Background: an optimization exercise with open tools, aiming at small area, a short achievable clock period and few clock cycles per item. Do not read the settings as production practice.
In this exercise RTL edits were held to simulation tests only and were not proved equivalent to the original.

Setup of the baseline:
==> flow/design.v <==
module whorl_rsq (
    input             clk,
    input             rst,           
    input             in_valid,
    output            in_ready,
    input             in_sqrt,       
    input      [31:0] in_a,
    output reg        out_valid,
    output reg [31:0] out_res,
    output reg        out_sat,
    output reg        out_divz,
    output reg        out_domain
);
    reg  [15:0]  M;
    reg  [15:0]  Ms;                         
    reg          rdy, first;
    reg          sq;                         
    reg          nf;                         
    reg          f_spc, f_sat, f_divz, f_dom;
    reg  [32:0]  S;                          
    reg          s;                          
    reg  [31:0]  E;                          
    reg          b0r;                        
    assign in_ready = rdy;
    wire accept = in_valid & rdy;
    wire last   = M[0] & !M[1];
    wire [31:0] a       = in_a;
    wire        a_zero  = (a == 32'd0);
    wire        sm_pos  = !a[31] & (a[30:28] == 3'd0) & (!a[27] | (a[26:0] == 27'd0));
    wire        sm_neg  = a[31] & (a[30:27] == 4'hF);
    wire        a_m27   = sm_neg & (a[26:0] == 27'd0);             
    wire        a_max   = !a[31] & (a[30:0] == 31'h7FFF_FFFF);
    wire        spc_in  = in_sqrt ? (a[31] | a_max) : (sm_pos | sm_neg);
    wire        rcp_sk2 = a[31] ? !a[30] : (a[30] & (a[29] | (a[28:2] != 27'd0)));
    wire        rcp_sk1 = a[31] ? (a[30:28] != 3'b111)
                                : (a[30] | a[29] | (a[28] & (a[27:0] != 28'd0)));
    wire        sq_sk1  = (a[30:27] == 4'd0);
    reg  [32:0] s_init;
    reg  [15:0] m_init;
    always @* begin
        if (in_sqrt) begin
            if (sq_sk1) begin
                s_init = {4'b1111, a[26:0], 2'b00};              
                m_init = 16'h3FFF;
            end else begin
                s_init = {2'b11, a[30:0]};                       
                m_init = 16'h7FFF;
            end
        end else if (rcp_sk2) begin
            s_init = a[31] ? {33'h0_7FFF_FFF8 | {31'd0, a[29:28]}}
                           : {33'h0_8000_0004 | {31'd0, a[29:28]}};
            m_init = 16'h3FFF;
        end else if (rcp_sk1) begin
            s_init = a[31] ? {33'h0_1FFF_FFFE | {32'd0, a[30]}}
                           : {33'h0_2000_0000 | {32'd0, a[30]}};
            m_init = 16'h7FFF;
        end else begin
            s_init = a[31] ? 33'h0_07FF_FFFF : 33'h0_0800_0000;
            m_init = 16'hFFFF;
        end
        if (spc_in)
            m_init = 16'h0001;
    end
    wire [16:0] Mx  = {1'b0, M};
    wire [16:0] Msx = {1'b0, Ms};
    wire [31:0] oh0, oh1, so0, so1, sk0, sk1;
    genvar m;
    generate
        for (m = 0; m < 16; m = m + 1) begin : pos
            assign oh0[2*m+1] = Mx[m] & !Mx[m+1];
            assign oh0[2*m]   = 1'b0;
            assign oh1[2*m+1] = 1'b0;
            assign oh1[2*m]   = Mx[m] & !Mx[m+1];
            assign so0[2*m+1] = Msx[m] & !Msx[m+1];
            assign so0[2*m]   = 1'b0;
            assign so1[2*m+1] = 1'b0;
            assign so1[2*m]   = Msx[m] & !Msx[m+1];
            assign sk0[2*m+1] = Msx[m+1];
            assign sk0[2*m]   = Msx[m];
            assign sk1[2*m+1] = Msx[m+1];
            assign sk1[2*m]   = Msx[m+1];
        end
    endgenerate
    wire [31:0] sop0  = {so0[30:0], 1'b0};          
    wire [31:0] sopp0 = {so0[29:0], 2'b00};         
    wire [31:0] sop1  = so0;                        
    wire [31:0] dfb  = (b0r ? {so0[28:0], 3'b000} : 32'd0) | (!s ? sopp0 : 32'd0);
    wire [31:0] msub0 = dfb | sk0;                  
    wire [31:0] madd0 = dfb | sop0 | so0;           
    wire [32:0] Y0    = s ? {1'b0, ~(E & ~madd0)} : {1'b1, E & ~msub0};
    wire        cin0  = s ? nf : !nf;
    wire [32:0] R0    = S + Y0 + {32'd0, cin0};
    wire        s1    = R0[32];                     
    reg         bdv0, bdv1;
    wire        bdn0 = (|(E & {2'b00, oh0[31:2]})) ^ !nf;
    wire        bdn1 = (|(E & {2'b00, oh1[31:2]})) ^ !nf;
    wire [32:0] R1c [0:1];
    genvar u;
    generate
        for (u = 0; u < 2; u = u + 1) begin : outcome    
            wire [31:0] msub1 = dfb | sk1 | sop0;
            wire [31:0] madd1 = dfb | sop1 | so1;
            wire [32:0] Y1    = (u == 1) ? {1'b0, ~(E & ~madd1)} : {1'b1, E & ~msub1};
            wire        cin1  = (u == 1) ? nf : !nf;
            wire        bd0   = sq ? (u == 0) : bdv0;
            wire [32:0] X1    = {S[31:0], bd0};
            wire [32:0] X2    = {Y0[31:0], cin1};
            wire [32:0] cs_s  = X1 ^ X2 ^ Y1;
            wire [32:0] cs_c  = (X1 & X2) | (X1 & Y1) | (X2 & Y1);
            assign R1c[u] = cs_s + {cs_c[31:0], cin0} + {32'd0, cin0};
        end
    endgenerate
    wire [32:0] R1  = s1 ? R1c[1] : R1c[0];
    wire        b0  = !s1;
    wire        b1  = !R1[32];
    wire        bd1 = sq ? b1 : bdv1;
    wire [1:0]  qbits = {b0 ^ nf, b1 ^ nf};
    always @(posedge clk) begin
        if (rst) begin
            M         <= 16'd0;
            Ms        <= 16'd0;
            rdy       <= 1'b1;
            out_valid <= 1'b0;
        end else begin
            out_valid <= last;
            if (accept) begin
                M   <= m_init;
                Ms  <= in_sqrt ? m_init : 16'd0;
                rdy <= spc_in;
            end else begin
                M   <= {1'b0, M[15:1]};
                Ms  <= {1'b0, Ms[15:1]};
                rdy <= !M[2];
            end
        end
    end
    always @(posedge clk) begin
        first <= accept;
        if (accept) begin
            sq     <= in_sqrt;
            nf     <= !in_sqrt & a[31];
            f_spc  <= spc_in;
            f_sat  <= !in_sqrt & (sm_pos | sm_neg) & !a_zero & !a_m27;
            f_divz <= !in_sqrt & a_zero;
            f_dom  <= in_sqrt & a[31];
            S      <= s_init;
            s      <= in_sqrt;
            E      <= in_sqrt ? 32'hFFFF_FFFF : (a[31] ? a : ~a);
            b0r    <= 1'b0;
            bdv0   <= rcp_sk2 ? a[27] : rcp_sk1 ? a[29] : a[31];
            bdv1   <= rcp_sk2 ? a[26] : rcp_sk1 ? a[28] : a[30];
        end else begin
            bdv0 <= bdn0;
            bdv1 <= bdn1;
            S <= {R1[31:0], bd1};
            s <= R1[32];
            E   <= E & ~dfb;
            b0r <= b0;
        end
        if (first & f_spc)
            out_res <= {nf, sq ? !f_dom : !nf, {30{!sq & !nf}}};
        else if (first)
            out_res <= {{30{nf}}, qbits};
        else
            out_res <= {out_res[29:0], qbits};
        if (last) begin
            out_sat    <= f_sat;
            out_divz   <= f_divz;
            out_domain <= f_dom;
        end
    end
endmodule
clock: 11.0 ns
lec_check: 0
cap_margin: 20
core_margin: 2
core_utilization: 40
place_density: 0.6
slew_margin: 20
standard.sh (not shown) runs the stock make flow with config.mk's settings and CLKGATE_MAP_FILE= SYNTH_SCRIPT=/design/flow/synth_recipe.tcl, a recipe that flattens the netlist after the stock synthesis.
==> flow/flow/run.sh <==
#!/bin/bash
set -euo pipefail
bash standard.sh SETUP_SLACK_MARGIN=7 SETUP_MOVE_SEQUENCE=unbuffer,sizeup,swap,buffer TNS_END_PERCENT=5 finish > standard_flow.log 2>&1
Testbench counts of the baseline, summed over its fixed seeds: cycles 234,871, items 16,000.
The inputs of the candidate differ from those of the baseline as listed below.
diff --git a/flow/design.v b/flow/design.v
--- a/flow/design.v
+++ b/flow/design.v
@@ -9,23 +9,24 @@
     output reg [31:0] out_res,
     output reg        out_sat,
     output reg        out_divz,
     output reg        out_domain
 );
-    reg  [15:0]  M;
-    reg  [15:0]  Ms;                         
+    reg          busy;
+    reg  [3:0]   cnt;                        
+    reg  [15:0]  Ms;
     reg          rdy, first;
     reg          sq;                         
     reg          nf;                         
     reg          f_spc, f_sat, f_divz, f_dom;
     reg  [32:0]  S;                          
     reg          s;                          
     reg  [31:0]  E;                          
     reg          b0r;                        
     assign in_ready = rdy;
     wire accept = in_valid & rdy;
-    wire last   = M[0] & !M[1];
+    wire last   = busy & (cnt == 4'd0);
     wire [31:0] a       = in_a;
     wire        a_zero  = (a == 32'd0);
     wire        sm_pos  = !a[31] & (a[30:28] == 3'd0) & (!a[27] | (a[26:0] == 27'd0));
     wire        sm_neg  = a[31] & (a[30:27] == 4'hF);
     wire        a_m27   = sm_neg & (a[26:0] == 27'd0);             
@@ -35,44 +36,42 @@
     wire        rcp_sk1 = a[31] ? (a[30:28] != 3'b111)
                                 : (a[30] | a[29] | (a[28] & (a[27:0] != 28'd0)));
     wire        sq_sk1  = (a[30:27] == 4'd0);
     reg  [32:0] s_init;
     reg  [15:0] m_init;
+    reg  [3:0]  c_init;
     always @* begin
         if (in_sqrt) begin
             if (sq_sk1) begin
                 s_init = {4'b1111, a[26:0], 2'b00};              
-                m_init = 16'h3FFF;
+                m_init = 16'h3FFF; c_init = 4'd13;
             end else begin
                 s_init = {2'b11, a[30:0]};                       
-                m_init = 16'h7FFF;
+                m_init = 16'h7FFF; c_init = 4'd14;
             end
         end else if (rcp_sk2) begin
             s_init = a[31] ? {33'h0_7FFF_FFF8 | {31'd0, a[29:28]}}
                            : {33'h0_8000_0004 | {31'd0, a[29:28]}};
-            m_init = 16'h3FFF;
+            m_init = 16'h3FFF; c_init = 4'd13;
         end else if (rcp_sk1) begin
             s_init = a[31] ? {33'h0_1FFF_FFFE | {32'd0, a[30]}}
                            : {33'h0_2000_0000 | {32'd0, a[30]}};
-            m_init = 16'h7FFF;
+            m_init = 16'h7FFF; c_init = 4'd14;
         end else begin
             s_init = a[31] ? 33'h0_07FF_FFFF : 33'h0_0800_0000;
-            m_init = 16'hFFFF;
+            m_init = 16'hFFFF; c_init = 4'd15;
         end
-        if (spc_in)
+        if (spc_in) begin
             m_init = 16'h0001;
+            c_init = 4'd0;
+        end
     end
-    wire [16:0] Mx  = {1'b0, M};
     wire [16:0] Msx = {1'b0, Ms};
-    wire [31:0] oh0, oh1, so0, so1, sk0, sk1;
+    wire [31:0] so0, so1, sk0, sk1;
     genvar m;
     generate
         for (m = 0; m < 16; m = m + 1) begin : pos
-            assign oh0[2*m+1] = Mx[m] & !Mx[m+1];
-            assign oh0[2*m]   = 1'b0;
-            assign oh1[2*m+1] = 1'b0;
-            assign oh1[2*m]   = Mx[m] & !Mx[m+1];
             assign so0[2*m+1] = Msx[m] & !Msx[m+1];
             assign so0[2*m]   = 1'b0;
             assign so1[2*m+1] = 1'b0;
             assign so1[2*m]   = Msx[m] & !Msx[m+1];
             assign sk0[2*m+1] = Msx[m+1];
@@ -90,12 +89,20 @@
     wire [32:0] Y0    = s ? {1'b0, ~(E & ~madd0)} : {1'b1, E & ~msub0};
     wire        cin0  = s ? nf : !nf;
     wire [32:0] R0    = S + Y0 + {32'd0, cin0};
     wire        s1    = R0[32];                     
     reg         bdv0, bdv1;
-    wire        bdn0 = (|(E & {2'b00, oh0[31:2]})) ^ !nf;
-    wire        bdn1 = (|(E & {2'b00, oh1[31:2]})) ^ !nf;
+    wire [3:0]  cm1  = cnt - 4'd1;
+    wire [15:0] Eo, Ee;
+    generate
+        for (m = 0; m < 16; m = m + 1) begin : eb
+            assign Eo[m] = E[2*m+1];
+            assign Ee[m] = E[2*m];
+        end
+    endgenerate
+    wire        bdn0 = Eo[cm1] ^ !nf;               
+    wire        bdn1 = Ee[cm1] ^ !nf;               
     wire [32:0] R1c [0:1];
     genvar u;
     generate
         for (u = 0; u < 2; u = u + 1) begin : outcome    
             wire [31:0] msub1 = dfb | sk1 | sop0;
@@ -115,24 +122,26 @@
     wire        b1  = !R1[32];
     wire        bd1 = sq ? b1 : bdv1;
     wire [1:0]  qbits = {b0 ^ nf, b1 ^ nf};
     always @(posedge clk) begin
         if (rst) begin
-            M         <= 16'd0;
+            busy      <= 1'b0;
             Ms        <= 16'd0;
             rdy       <= 1'b1;
             out_valid <= 1'b0;
         end else begin
             out_valid <= last;
             if (accept) begin
-                M   <= m_init;
-                Ms  <= in_sqrt ? m_init : 16'd0;
+                busy <= 1'b1;
+                cnt  <= c_init;
+                Ms   <= in_sqrt ? m_init : 16'd0;
                 rdy <= spc_in;
             end else begin
-                M   <= {1'b0, M[15:1]};
+                busy <= busy & (cnt != 4'd0);
+                cnt  <= cnt - 4'd1;
                 Ms  <= {1'b0, Ms[15:1]};
-                rdy <= !M[2];
+                rdy <= !(busy & (cnt[3:1] != 3'd0));
             end
         end
     end
     always @(posedge clk) begin
         first <= accept;
==> run summary <==
The baseline has higher routing usage on met1 than the candidate.
Against the baseline, the candidate comes in 3 lower on count of clock-buffer cells in the layout.
In the candidate, the share of the core filled with cells came out 1.9 points below the value in the baseline.
Going from the baseline to the candidate, mapped cell area dropped 2.0%, first-pass GRT wire length dropped about 6%, routed wire length dropped 2100 um.
Min die boundary width across the baseline and the candidate: the candidate
The baseline vs the candidate, endpoint of the most critical setup path: S[32] vs S[1]
The candidate: multi-input gate share of the layout cell area is 0.68 points higher than what the baseline reported.
From the baseline to the candidate, async set-or-reset flop fraction in the synthesized netlist did not move at all.
Testbench counts of the candidate, summed over its fixed seeds: cycles 234,871, items 16,000.

==> re-timing with driven ports <==
The results above use ideal ports. As a check the final layouts listed here were re-extracted and re-timed, cells and wires unchanged. Step 1 assumes that a clkbuf_16 drives the clock port and a buf_2 every other input. Step 2 times the ports against the registers' clock, not the clock port: input delays grow and output delays shrink by t, the midpoint of the rising clock arrivals with the driver on. Three values: ideal ports, drivers, drivers and shift; two values: the first two.
| run | t (ns) | setup slack, ns | worst register clock-pin slew, ns | worst data-port slew with drivers (ns) |
|---|---|---|---|---|
| the baseline | 0.476 | 6.394 / 6.394 / 5.988 | 0.07 / 0.07 | 0.07 |
| the candidate | 0.478 | 6.144 / 6.144 / 5.953 | 0.07 / 0.07 | 0.04 |
After both steps setup and hold are still met in every run listed. The setup slack of the baseline, which loses most, moves by 0.000 ns with the drivers and by -0.406 ns with both steps.
